This design comes from an exercise in tuning for small area, a short achievable clock period and few clock cycles per item on the open sky130 flow, not from production work.
In this exercise RTL edits were held to simulation tests only and were not proved equivalent to the original.

==> design/flow/design.v <==
module wte_sha384 (
    input  wire         clk,
    input  wire         rst,           
    input  wire         in_valid,
    output wire         in_ready,
    input  wire [63:0]  in_word,
    input  wire         in_first,      
    input  wire         in_last,       
    output wire         out_valid,
    input  wire         out_ready,
    output wire [383:0] out_digest
);
    localparam [63:0] IV0 = 64'hcbbb9d5dc1059ed8;
    localparam [63:0] IV1 = 64'h629a292a367cd507;
    localparam [63:0] IV2 = 64'h9159015a3070dd17;
    localparam [63:0] IV3 = 64'h152fecd8f70e5939;
    localparam [63:0] IV4 = 64'h67332667ffc00b31;
    localparam [63:0] IV5 = 64'h8eb44a8768581511;
    localparam [63:0] IV6 = 64'hdb0c2e0d64f98fa7;
    localparam [63:0] IV7 = 64'h47b5481dbefa4fa4;
    localparam [1:0] S_INIT = 2'd0,    
                     S_IDLE = 2'd1,    
                     S_RUN  = 2'd2,    
                     S_FIN  = 2'd3;    
    function [63:0] kconst(input [6:0] t);
        case (t)
            7'd0 : kconst = 64'h428a2f98d728ae22;
            7'd1 : kconst = 64'h7137449123ef65cd;
            7'd2 : kconst = 64'hb5c0fbcfec4d3b2f;
            7'd3 : kconst = 64'he9b5dba58189dbbc;
            7'd4 : kconst = 64'h3956c25bf348b538;
            7'd5 : kconst = 64'h59f111f1b605d019;
            7'd6 : kconst = 64'h923f82a4af194f9b;
            7'd7 : kconst = 64'hab1c5ed5da6d8118;
            7'd8 : kconst = 64'hd807aa98a3030242;
            7'd9 : kconst = 64'h12835b0145706fbe;
            7'd10: kconst = 64'h243185be4ee4b28c;
            7'd11: kconst = 64'h550c7dc3d5ffb4e2;
            7'd12: kconst = 64'h72be5d74f27b896f;
            7'd13: kconst = 64'h80deb1fe3b1696b1;
            7'd14: kconst = 64'h9bdc06a725c71235;
            7'd15: kconst = 64'hc19bf174cf692694;
            7'd16: kconst = 64'he49b69c19ef14ad2;
            7'd17: kconst = 64'hefbe4786384f25e3;
            7'd18: kconst = 64'h0fc19dc68b8cd5b5;
            7'd19: kconst = 64'h240ca1cc77ac9c65;
            7'd20: kconst = 64'h2de92c6f592b0275;
            7'd21: kconst = 64'h4a7484aa6ea6e483;
            7'd22: kconst = 64'h5cb0a9dcbd41fbd4;
            7'd23: kconst = 64'h76f988da831153b5;
            7'd24: kconst = 64'h983e5152ee66dfab;
            7'd25: kconst = 64'ha831c66d2db43210;
            7'd26: kconst = 64'hb00327c898fb213f;
            7'd27: kconst = 64'hbf597fc7beef0ee4;
            7'd28: kconst = 64'hc6e00bf33da88fc2;
            7'd29: kconst = 64'hd5a79147930aa725;
            7'd30: kconst = 64'h06ca6351e003826f;
            7'd31: kconst = 64'h142929670a0e6e70;
            7'd32: kconst = 64'h27b70a8546d22ffc;
            7'd33: kconst = 64'h2e1b21385c26c926;
            7'd34: kconst = 64'h4d2c6dfc5ac42aed;
            7'd35: kconst = 64'h53380d139d95b3df;
            7'd36: kconst = 64'h650a73548baf63de;
            7'd37: kconst = 64'h766a0abb3c77b2a8;
            7'd38: kconst = 64'h81c2c92e47edaee6;
            7'd39: kconst = 64'h92722c851482353b;
            7'd40: kconst = 64'ha2bfe8a14cf10364;
            7'd41: kconst = 64'ha81a664bbc423001;
            7'd42: kconst = 64'hc24b8b70d0f89791;
            7'd43: kconst = 64'hc76c51a30654be30;
            7'd44: kconst = 64'hd192e819d6ef5218;
            7'd45: kconst = 64'hd69906245565a910;
            7'd46: kconst = 64'hf40e35855771202a;
            7'd47: kconst = 64'h106aa07032bbd1b8;
            7'd48: kconst = 64'h19a4c116b8d2d0c8;
            7'd49: kconst = 64'h1e376c085141ab53;
            7'd50: kconst = 64'h2748774cdf8eeb99;
            7'd51: kconst = 64'h34b0bcb5e19b48a8;
            7'd52: kconst = 64'h391c0cb3c5c95a63;
            7'd53: kconst = 64'h4ed8aa4ae3418acb;
            7'd54: kconst = 64'h5b9cca4f7763e373;
            7'd55: kconst = 64'h682e6ff3d6b2b8a3;
            7'd56: kconst = 64'h748f82ee5defb2fc;
            7'd57: kconst = 64'h78a5636f43172f60;
            7'd58: kconst = 64'h84c87814a1f0ab72;
            7'd59: kconst = 64'h8cc702081a6439ec;
            7'd60: kconst = 64'h90befffa23631e28;
            7'd61: kconst = 64'ha4506cebde82bde9;
            7'd62: kconst = 64'hbef9a3f7b2c67915;
            7'd63: kconst = 64'hc67178f2e372532b;
            7'd64: kconst = 64'hca273eceea26619c;
            7'd65: kconst = 64'hd186b8c721c0c207;
            7'd66: kconst = 64'heada7dd6cde0eb1e;
            7'd67: kconst = 64'hf57d4f7fee6ed178;
            7'd68: kconst = 64'h06f067aa72176fba;
            7'd69: kconst = 64'h0a637dc5a2c898a6;
            7'd70: kconst = 64'h113f9804bef90dae;
            7'd71: kconst = 64'h1b710b35131c471b;
            7'd72: kconst = 64'h28db77f523047d84;
            7'd73: kconst = 64'h32caab7b40c72493;
            7'd74: kconst = 64'h3c9ebe0a15c9bebc;
            7'd75: kconst = 64'h431d67c49c100d4c;
            7'd76: kconst = 64'h4cc5d4becb3e42b6;
            7'd77: kconst = 64'h597f299cfc657e2a;
            7'd78: kconst = 64'h5fcb6fab3ad6faec;
            7'd79: kconst = 64'h6c44198c4a475817;
            default: kconst = 64'h0;
        endcase
    endfunction
    function [63:0] maj3(input [63:0] x, input [63:0] y, input [63:0] z);
        maj3 = (x & y) | (x & z) | (y & z);
    endfunction
    reg  [1:0]  st;
    reg  [6:0]  cnt;           
    reg  [3:0]  ph;            
    reg  [4:0]  m;             
    reg  [1:0]  nstart;        
    reg         nfirst, nlast, cfirst, clast;
    reg         fact;
    reg         dig_valid;
    reg  [63:0] a, b, c, d, e, f, g, h;
    reg  [63:0] w [0:15];
    reg  [63:0] kr;            
    reg  [63:0] x0, x1, x2, x3;    
    reg  [63:0] y0, y1, y2, y3;    
    wire        run = (st == S_RUN);
    wire [1:0]  j   = ph[1:0];
    wire fin_act = (st == S_FIN) && ((j == 2'd0) ? !dig_valid : fact);
    wire ivload  = (st == S_INIT) || (fin_act && clast);
    wire ready_n = (st == S_IDLE) ||
                   (j == 2'd3 && (st == S_INIT || fin_act));
    assign in_ready = (m != 5'd16) && !(run && cnt < 7'd68) &&
                      ((m == 5'd0) ? (j == 2'd0)
                                   : (ph == {nstart, 2'b00} + m[3:0]));
    wire acc = in_valid && in_ready;
    wire full_n = (m == 5'd16) || (m == 5'd15 && acc);
    wire go     = ready_n && full_n && ((ph + 4'd1) == {nstart, 2'b00});
    assign out_valid  = dig_valid;
    assign out_digest = {x3, x2, x1, x0, y3, y2};
    always @(posedge clk) begin
        if (rst) begin
            st        <= S_INIT;
            ph        <= 4'd0;
            m         <= 5'd0;
            fact      <= 1'b0;
            dig_valid <= 1'b0;
        end else begin
            ph   <= ph + 4'd1;
            fact <= fin_act;
            if (go)
                m <= 5'd0;
            else if (acc)
                m <= m + 5'd1;
            if (dig_valid && out_ready)
                dig_valid <= 1'b0;
            if (fin_act && j == 2'd3 && clast)
                dig_valid <= 1'b1;
            if (go)
                st <= S_RUN;
            else if (run && cnt == 7'd79)
                st <= S_FIN;
            else if (ready_n)
                st <= S_IDLE;
        end
    end
    always @(posedge clk) begin
        if (acc && m == 5'd0) begin
            nstart <= ph[3:2];
            nfirst <= in_first;
            nlast  <= in_last;
        end
        if (go) begin
            cfirst <= nfirst;
            clast  <= nlast;
            cnt    <= 7'd0;
        end else begin
            cnt    <= cnt + 7'd1;
        end
        kr <= kconst(run ? cnt + 7'd1 : 7'd0);
    end
    wire [63:0] w0 = w[0], w1 = w[1], w9 = w[9], w14 = w[14];
    wire [63:0] ss0 = {w1[0], w1[63:1]} ^ {w1[7:0], w1[63:8]} ^ {7'd0, w1[63:7]};
    wire [63:0] ss1 = {w14[18:0], w14[63:19]} ^ {w14[60:0], w14[63:61]} ^ {6'd0, w14[63:6]};
    wire [63:0] m1s = w0 ^ w9 ^ ss0;
    wire [63:0] m1c = {maj3(w0, w9, ss0), 1'b0};
    wire [63:0] m2s = m1s ^ m1c ^ ss1;
    wire [63:0] m2c = {maj3(m1s, m1c, ss1), 1'b0};
    wire [63:0] w_new = m2s + m2c;
    wire [63:0] w_tail = (run && cnt < 7'd64) ? w_new : (acc ? in_word : w0);
    integer i;
    always @(posedge clk) begin
        for (i = 0; i < 15; i = i + 1)
            w[i] <= w[i + 1];
        w[15] <= w_tail;
    end
    wire [63:0] bs1 = {e[13:0], e[63:14]} ^ {e[17:0], e[63:18]} ^ {e[40:0], e[63:41]};
    wire [63:0] bs0 = {a[27:0], a[63:28]} ^ {a[33:0], a[63:34]} ^ {a[38:0], a[63:39]};
    wire [63:0] ch  = (e & f) ^ (~e & g);
    wire [63:0] mj  = maj3(a, b, c);
    wire [63:0] r1s = h ^ kr ^ w0;
    wire [63:0] r1c = {maj3(h, kr, w0), 1'b0};
    wire [63:0] r2s = r1s ^ r1c ^ bs1;
    wire [63:0] r2c = {maj3(r1s, r1c, bs1), 1'b0};
    wire [63:0] r3s = bs0 ^ ch ^ mj;
    wire [63:0] r3c = {maj3(bs0, ch, mj), 1'b0};
    wire [63:0] r4s = r2s ^ r2c ^ r3s;
    wire [63:0] r4c = {maj3(r2s, r2c, r3s), 1'b0};
    wire [63:0] r5s = r4s ^ r4c ^ r3c;
    wire [63:0] r5c = {maj3(r4s, r4c, r3c), 1'b0};
    wire [63:0] a_rnd = r5s + r5c;
    wire [63:0] r6s = r2s ^ r2c ^ ch;
    wire [63:0] r6c = {maj3(r2s, r2c, ch), 1'b0};
    wire [63:0] r7s = r6s ^ r6c ^ d;
    wire [63:0] r7c = {maj3(r6s, r6c, d), 1'b0};
    wire [63:0] e_rnd = r7s + r7c;
    reg [63:0] iva, ive;
    always @(*) begin
        case (j)
            2'd0: begin iva = IV3; ive = IV7; end
            2'd1: begin iva = IV2; ive = IV6; end
            2'd2: begin iva = IV1; ive = IV5; end
            default: begin iva = IV0; ive = IV4; end
        endcase
    end
    wire [63:0] hop_a = fin_act ? (cfirst ? iva : x0) : 64'd0;
    wire [63:0] hop_e = fin_act ? (cfirst ? ive : y0) : 64'd0;
    wire [63:0] sum_a = hop_a + d;
    wire [63:0] sum_e = hop_e + h;
    always @(posedge clk) begin
        b <= a;
        c <= b;
        d <= c;
        f <= e;
        g <= f;
        h <= g;
        if (run) begin
            a <= a_rnd;
            e <= e_rnd;
        end else begin
            a <= ivload ? iva : sum_a;
            e <= ivload ? ive : sum_e;
        end
    end
    always @(posedge clk) begin
        if (fin_act) begin
            x0 <= x1; x1 <= x2; x2 <= x3; x3 <= sum_a;
            y0 <= y1; y1 <= y2; y2 <= y3; y3 <= sum_e;
        end
    end
endmodule
==> design/flow/run.sh <==
#!/bin/bash
# synth_recipe.tcl (not shown) runs the flow's synth.tcl, then flattens the netlist and writes it again
# the make line also repeats each setting of config.mk as NAME=value (left out here)
make -C /OpenROAD-flow-scripts/flow DESIGN_CONFIG=/design/flow/config.mk WORK_HOME=/design/flow/orfs CLKGATE_MAP_FILE= SYNTH_SCRIPT=/design/flow/synth_recipe.tcl finish
==> design/flow/config.mk <==
export PLATFORM = sky130hd
export DESIGN_NAME = wte_sha384
export DESIGN_NICKNAME = wte_sha384
export VERILOG_FILES = /design/flow/design.v
export SDC_FILE = /design/flow/constraint.sdc
export NUM_CORES = 4
export LEC_CHECK = 0
export CAP_MARGIN = 20
export CORE_MARGIN = 2
export CORE_UTILIZATION = 40
export SLEW_MARGIN = 20
export SYNTH_MEMORY_MAX_BITS = 16384
==> design/flow/constraint.sdc <==
create_clock -name core_clock -period 11.0 [get_ports {clk}]
set_input_delay 2.2000 -clock core_clock [delete_from_list [all_inputs] [get_ports {clk}]]
set_output_delay 2.2000 -clock core_clock [all_outputs]
set_load 0.01 [all_outputs]
==> impl_results.md <==
* Status: finished clean
* RSZ-0062 raised after global routing: no
* Number of input and output port buffers inserted at approximately 460
* Part of the cycle the worst path needs at 0.657
* Share of cells above drive strength 1 at 0.0646
* Starting density of the core at 0.403
* Count of nets left with antenna violations after detail routing at 0
* Setup bufs post-CTS at 0
* Worst R2R Setup Slack at about 3800 ps
* Total number of H-tree levels at 4
* Main synth FF type: dfxtp_1
* Multiplexer share of the synthesized area at 0.00930
* Residual DRC at 0
* Number of iterations in the first detailed-routing pass at 6
* Synthesized net count at around 9,800
* Biggest area contributors in the synthesized netlist: dfxtp_1 33%, edfxtp_1 16%, fa_1 12%
* Min-Delay Endpoint: w[3][60]
* DPL Wire Length at roughly 310 mm
* Ports placed on the boundary at between 400 and 500
* Worst Tran Pin Value at approximately 1300 ps
* Clock transition at path regs at ~60 ps
* Post-cts repair resize count at 0
* Placeable core region at around 0.24 mm²
* Parity-gate share of the synthesized area counting xor and xnor cells at 0.0744
* Post-Syn Area at about 0.097 mm²
* CTS tree: done
* Top-area cell type share of the netlist area at 0.334
* Number of filler instances in the final layout at between 20,000 and 25,000
* Part of the Yosys area used for sequential elements at 0.495
* Total number of vias at slightly above 70,000
* Floorplan row count at 180
* Cell with the most instances after synthesis: dfxtp_1
* Post-synthesis cell count at a little under 9,000
* Number of pins exceeding their max-slew limit in the final report at 0
* GRT Resource Usage Total at 0.316
* Headroom to the max-slew limit at 0.104
* Worst setup path class: reg -> reg
* Max clock buf depth at 3
* Logic depth of the worst register-to-register path at 18
* Number of global-route vias before repair at around 70,000
* Dominant combinational cell family by area after synthesis: adder cells
* Chip Height at 496 µm
* Area of the multi-input gates at approximately 0.045 mm²
* Count of final hold-check violations at 0
* Clk sinks at roughly 2,100
* Final critical-path required period at roughly 7200 ps
* Largest net degree at the start of global routing at between 150 and 200
* Post-layout instance count excluding filler cells at 12,600
* Yosys top cell by area: dfxtp_1
* Root Driver: clkbuf_16
* Hold bufs inserted after CTS at 0
* Crit path max fanout at between 150 and 200
* Hold Path Origin: w[4][60]
* Worst hold-check slack at 206 ps
* Depth of the worst hold-timing path at 0
* Final Routed Wirelength at between 300 and 400 mm
* Number of nets in the finished design at approximately 10,000
* Clock buffer count from CTS at around 220
* Unique masters post-synth at roughly 100
* Post-route setup TNS at 0 ps
* Ys async rst share at 0
* Sequential cell area at around 0.048 mm²
* Horizontal die dimension at about 500 µm
* Post-DR wirelength/cell at around 31 µm
* Critical Path RT at approximately 12,000 ps
* Adder and majority cell fraction of the synthesized area at 0.164
* Simple logic cell fraction of the synthesized area at 0.0773
* Worst Path Arrival at about 8000 ps
* Number of design-rule violations left by the first detailed-router iteration at between 8,000 and 9,000
* Number of max-cap violations at 0
* Post-synth top cells: 1,620 x dfxtp_1, 780 x inv_1, 611 x a21oi_1
* Overall die area at approximately 0.25 mm²
* CP endpoint kind: flip-flop
* R2R Path Start: ph[0]
* Post-synthesis sequential element count at 2,138
* Post-synth EDFFs at 518
* Nature of the critical path startpoint: flip-flop
* Number of warnings issued by yosys at 2
* Mean instance size in the synthesized netlist at approximately 11 µm²
* Latest clock arrival within the worst-skew pair at about 900 ps
* Worst reg2reg endpoint: a[56]
* Highest attainable clock frequency at roughly 140 MHz
* Hold Path Class: reg -> reg
* First-pass GRT wire length at 542 mm
* Complex-gate fraction of the synthesized area at 0.135
* Clock skew at approximately 160 ps
* Gpl congestion at about 1
* Overflow left after global routing at 0
* Vias/cell at 5.64
* Number of cells in the design after placement at approximately 12,000
* Antenna violations before repair at 40
* Synth-to-Final Area Change at 16.6%
* Setup violations, final at 0
==> layout by cell type (no fill, tap or decap), types with 24 or more instances in the layout <==
cell,instances
clkbuf_8,30
o21ai_1,39
o211ai_1,56
o21bai_1,64
xnor2_1,572
nand3_1,109
or3_1,26
a221oi_1,40
a211oi_1,69
a21oi_1,605
edfxtp_1,518
o31ai_1,27
nand4_1,80
clkbuf_1,37
buf_4,109
clkbuf_16,221
inv_1,779
clkdlybuf4s50_1,455
nor3_1,82
nand2_1,568
ha_1,342
fa_1,570
clkinv_2,34
a21o_1,250
and3_1,45
a311oi_1,30
nor2b_1,41
a31oi_1,124
o22ai_1,80
mux2i_1,44
bufinv_16,24
o21ai_0,456
and2_1,40
nor2_1,405
nand2b_1,128
dfxtp_1,1619
xor2_1,248
mux2_2,40
o21a_1,39
==> final cells by class <==
| cell class | instances | share of cell area |
|---|---|---|
| Clock buffer | 291 | 0.0539 |
| Sequential cell | 2138 | 0.424 |
| Timing Repair Buffer | 566 | 0.0478 |
| Clock inverter | 125 | 0.0147 |
| Antenna cell | 5 | 0.000111 |
| Multi-Input combinational cell | 5555 | 0.398 |
| Tap cell | 3185 | 0.0352 |
| Inverter | 782 | 0.0261 |
==> per-stage QoR <==
step,cell area [µm²],worst slack [ps],util
after CTS,113000,3900,0.470
after global routing,113000,3630,0.470
after global placement,105000,4230,0.437
after detailed placement,105000,3990,0.437
after floorplan,97000,283,-
final,113000,3770,0.470
==> sequential cells by signal, indices dropped and copies added, names as in the netlist, 2 cells and up <==
name,count
w,1024
c,64
x3,64
x1,64
y0,64
m,5
h,64
st,2
x0,64
a,64
y1,64
d,64
y3,64
nstart,2
f,64
ph,4
kr,64
cnt,7
g,64
b,64
x2,64
e,64
y2,64
==> critical path: stages (launching register included) <==
cell	delay, ps
dfxtp_1	400
inv_1	150
ha_1	450
mux2i_1	340
nand3_4	380
inv_16	630
nand2_1	500
nor2_1	220
ha_1	250
nand2_1	120
or4_1	680
a211oi_1	790
nor4b_1	250
buf_4	220
o41ai_2	590
a31oi_1	210
xnor2_1	370
o21ai_1	120
o21ai_1	100
==> metal layers <==
layer	global-route usage	wire length, µm
met1	0.447	173000
met2	0.459	167000
met3	0.0802	37800
met4	0.128	18700
met5	0	165
==> kinds of logic after synthesis <==
group,Yosys count
compound gates,2093
xor+xnor,824
fa+ha+maj,935
buf+inv,1146
flops,2138
mux,85
simple gates,1618
==> worst max-delay path by stage <==
stage           from  endpoint
2_1_floorplan  ph[0]     e[50]
3_3_place_gp   ph[0]     e[60]
3_5_place_dp   ph[0]    x3[57]
4_1_cts        ph[0]    x3[57]
5_1_grt        ph[0]     e[60]
6_report       ph[0]     a[56]
Testbench counts, summed over its fixed seeds: cycles 202,348, blocks 2,407.

[what the ideal ports hide]
Ports are ideal in the flow. The routed layout listed here was re-timed in OpenROAD.
Step 1 (the two cells are an assumption about what drives the block):
set clk [get_ports {clk}]
set_driving_cell -lib_cell sky130_fd_sc_hd__clkbuf_16 $clk
set_driving_cell -lib_cell sky130_fd_sc_hd__buf_2 [delete_from_list [all_inputs] $clk]
Step 2, shift: input delay + t, output delay - t, t = (earliest + latest rising clock arrival at the registers) / 2. This alone moves slack from input paths to output paths.
Slacks: ideal / step 1 / step 2; pairs: ideal / step 1.
t, ns: 0.934
setup slack, ns: 3.769 / 3.769 / 3.769
worst hold slack (ns): 0.206 / 0.206 / 0.206
slew at the worst register clock pin (ns): 0.07 / 0.07
After both steps this run still meets setup and hold. For this run, drivers alone change the setup slack by 0.000 ns; drivers and shift together by 0.000 ns.
